Background: an optimization exercise with open tools, aiming at small area and a short achievable clock period. Do not read the settings as production practice. In this exercise RTL edits were held to simulation tests only and were not proved equivalent to the original. Power is estimated from default activity; no workload was simulated.

Design flt_rank_det, start of the top module:
module flt_rank_det (
    input  wire        clk,
    input  wire        rst,
    input  wire        sync,
    input  wire        cfg_rank_en,
    input  wire [4:0]  cfg_win,
    input  wire [4:0]  cfg_k,
    input  wire        cfg_suppress,
    input  wire [15:0] cfg_settle_base,
    input  wire [4:0]  cfg_pk_log2,
    input  wire [4:0]  cfg_rms_log2,
    input  wire [3:0]  cfg_atk,
    input  wire [3:0]  cfg_dcy,
    input  wire        in_valid,
    input  wire [15:0] in_data,
    output reg         out_valid,
    output reg  [15:0] out_data,
    output reg         out_settling,
    output reg         env_valid,
    output wire [15:0] env,
    output reg         env_ok,
    output reg         pk_valid,
    output wire [15:0] pk,
    output wire        pk_ok,
    output reg         rms_valid,
    output wire [15:0] rms,
    output wire        rms_ok
);
export LEC_CHECK = 0
export ABC_AREA = 1
export CAP_MARGIN = 20
export CORE_MARGIN = 2
export CORE_UTILIZATION = 58
export CTS_CLUSTER_DIAMETER = 60
export CTS_CLUSTER_SIZE = 30
export SLEW_MARGIN = 20
create_clock -name core_clock -period 15.0 [get_ports {clk}]
standard.sh (not shown) runs the stock make flow with config.mk's settings and CLKGATE_MAP_FILE= SYNTH_SCRIPT=/design/flow/synth_recipe.tcl, a recipe that flattens the netlist after the stock synthesis.
==> flow/flow/run.sh <==
#!/bin/bash
# Standard synthesis, then the standard ORFS layout steps with:
# - port buffers of a plain buffer cell (buf_2) rather than the default,
set -euo pipefail
bash standard.sh synth > synth.log 2>&1
bash standard.sh SETUP_SLACK_MARGIN=10.6 TNS_END_PERCENT=100 \
    "BUFFER_PORTS_ARGS=-buffer_cell sky130_fd_sc_hd__buf_2" finish > layout.log 2>&1
Next try:
--- a/flow/flow/run.sh
+++ b/flow/flow/run.sh
@@ -4,4 +4,4 @@
 set -euo pipefail
 bash standard.sh synth > synth.log 2>&1
-bash standard.sh SETUP_SLACK_MARGIN=10.6 TNS_END_PERCENT=100 \
+bash standard.sh SETUP_SLACK_MARGIN=10.8 TNS_END_PERCENT=100 \
     "BUFFER_PORTS_ARGS=-buffer_cell sky130_fd_sc_hd__buf_2" finish > layout.log 2>&1
CORE_UTILIZATION = 65   (was 58)
Outcome:
- maximum frequency rose by 0.31%
- worst setup slack is better by 13 ps
- power fell by 3.9%
- design area rose by 0.34%
Next try:
--- a/flow/flow/run.sh
+++ b/flow/flow/run.sh
@@ -4,4 +4,4 @@
 set -euo pipefail
 bash standard.sh synth > synth.log 2>&1
-bash standard.sh SETUP_SLACK_MARGIN=10.8 TNS_END_PERCENT=100 \
+bash standard.sh SETUP_SLACK_MARGIN=10.6 TNS_END_PERCENT=100 \
     "BUFFER_PORTS_ARGS=-buffer_cell sky130_fd_sc_hd__buf_2" finish > layout.log 2>&1
Global-route usage decreases by 0.76 points.
Clock-buffer cell count decreases by 3.
Setup slack gets worse by 7.1 ps.


Another version of the RTL of flt_rank_det (not shown whole).
For scale: about 630 flip-flops, roughly 140 I/O pins.
Design flt_rank_det, start of the top module:
module flt_rank_det (
    input  wire        clk,
    input  wire        rst,
    input  wire        sync,
    input  wire        cfg_rank_en,
    input  wire [4:0]  cfg_win,
    input  wire [4:0]  cfg_k,
    input  wire        cfg_suppress,
    input  wire [15:0] cfg_settle_base,
    input  wire [4:0]  cfg_pk_log2,
    input  wire [4:0]  cfg_rms_log2,
    input  wire [3:0]  cfg_atk,
    input  wire [3:0]  cfg_dcy,
    input  wire        in_valid,
    input  wire [15:0] in_data,
    output reg         out_valid,
    output reg  [15:0] out_data,
    output reg         out_settling,
    output reg         env_valid,
    output wire [15:0] env,
    output reg         env_ok,
    output reg         pk_valid,
    output wire [15:0] pk,
    output wire        pk_ok,
    output reg         rms_valid,
    output wire [15:0] rms,
    output wire        rms_ok
);
export LEC_CHECK = 0
export ABC_AREA = 1
export CAP_MARGIN = 20
export CORE_MARGIN = 2
export CORE_UTILIZATION = 62
export CTS_CLUSTER_DIAMETER = 60
export CTS_CLUSTER_SIZE = 30
export SLEW_MARGIN = 20
create_clock -name core_clock -period 15.0 [get_ports {clk}]
==> flow/flow/run.sh <==
#!/bin/bash
# Standard synthesis, then the standard ORFS layout steps with:
# - port buffers of a plain buffer cell (buf_2) rather than the default,
set -euo pipefail
bash standard.sh synth > synth.log 2>&1
bash standard.sh SETUP_SLACK_MARGIN=10.75 TNS_END_PERCENT=100 \
    "BUFFER_PORTS_ARGS=-buffer_cell sky130_fd_sc_hd__buf_2" finish > layout.log 2>&1
The first run ran to the end with no violations.
Rerun with:
--- a/flow/flow/run.sh
+++ b/flow/flow/run.sh
@@ -4,4 +4,4 @@
 set -euo pipefail
 bash standard.sh synth > synth.log 2>&1
-bash standard.sh SETUP_SLACK_MARGIN=10.75 TNS_END_PERCENT=100 \
+bash standard.sh SETUP_SLACK_MARGIN=10.6 TNS_END_PERCENT=100 \
     "BUFFER_PORTS_ARGS=-buffer_cell sky130_fd_sc_hd__buf_2" finish > layout.log 2>&1
Settings changed: CORE_UTILIZATION 62 to 58.
Via count goes down by a few percent.
Synthesized area stays the same.
Worst setup slack got worse by 8.3 ps.
Utilization goes down by 5.9 points.
Cell area goes down slightly.
Rerun with:
--- a/flow/flow/run.sh
+++ b/flow/flow/run.sh
@@ -4,4 +4,4 @@
 set -euo pipefail
 bash standard.sh synth > synth.log 2>&1
-bash standard.sh SETUP_SLACK_MARGIN=10.6 TNS_END_PERCENT=100 \
+bash standard.sh SETUP_SLACK_MARGIN=10.85 TNS_END_PERCENT=100 \
     "BUFFER_PORTS_ARGS=-buffer_cell sky130_fd_sc_hd__buf_2" finish > layout.log 2>&1
Utilization went up by 2.1 points; design area went up by a few percent; worst setup slack gains 63 ps; total power went up by a few percent; sequential power is about the same; combinational power went up by a little under a tenth; wire length went up slightly.
Rerun with:
--- a/flow/flow/run.sh
+++ b/flow/flow/run.sh
@@ -4,4 +4,4 @@
 set -euo pipefail
 bash standard.sh synth > synth.log 2>&1
-bash standard.sh SETUP_SLACK_MARGIN=10.85 TNS_END_PERCENT=100 \
+bash standard.sh SETUP_SLACK_MARGIN=10.75 TNS_END_PERCENT=100 \
     "BUFFER_PORTS_ARGS=-buffer_cell sky130_fd_sc_hd__buf_2" finish > layout.log 2>&1
The new run finished with timing, DRC and antenna clean.
Maximum frequency hardly moves.
Combinational power goes down by about 6%.
Non-clock buffer count goes down by 55.
Global-route usage goes down by 0.19 points.

## re-timing with driven ports
The results above use ideal ports. As a check the final layouts listed here were re-extracted and re-timed, cells and wires unchanged. Step 1, drivers: a clkbuf_16 drives clk and a buf_2 each remaining input, both assumed. Step 2, shift: input delay + t, output delay - t, t = (earliest + latest rising clock arrival at the registers) / 2. This alone moves slack from input paths to output paths. Three values: ideal, step 1, step 2; two values: the first two.
| run | t (ns) | slack for setup (ns) | hold WS [ns] | worst setup path at the end | slew at the worst register clock pin (ns) |
|---|---|---|---|---|---|
| the first run of note 1 | 0.700 | 10.587 / 10.518 / 10.379 | 0.330 / 0.330 / 0.330 | input to register | 0.09 / 0.09 |
| the second run of note 1 | 0.734 | 10.601 / 10.601 / 10.601 | 0.329 / 0.329 / 0.329 | register to register | 0.10 / 0.10 |
| the third run of note 1 | 0.722 | 10.594 / 10.522 / 10.616 | 0.332 / 0.332 / 0.332 | register to register | 0.10 / 0.10 |
| the first run of note 2 | 0.698 | 10.622 / 10.576 / 10.538 | 0.331 / 0.331 / 0.331 | input to register | 0.10 / 0.10 |
| the second run of note 2 | 0.699 | 10.613 / 10.548 / 10.554 | 0.332 / 0.332 / 0.332 | input to register | 0.10 / 0.10 |
| the third run of note 2 | 0.733 | 10.677 / 10.675 / 10.319 | 0.331 / 0.331 / 0.331 | input to register | 0.09 / 0.09 |
| the fourth run of note 2 | 0.713 | 10.685 / 10.685 / 10.525 | 0.331 / 0.331 / 0.331 | input to register | 0.10 / 0.10 |
After both steps setup and hold are still met in every run listed. The setup slack of the third run of note 2, which loses most, moves by -0.002 ns with the drivers and by -0.358 ns with both steps.
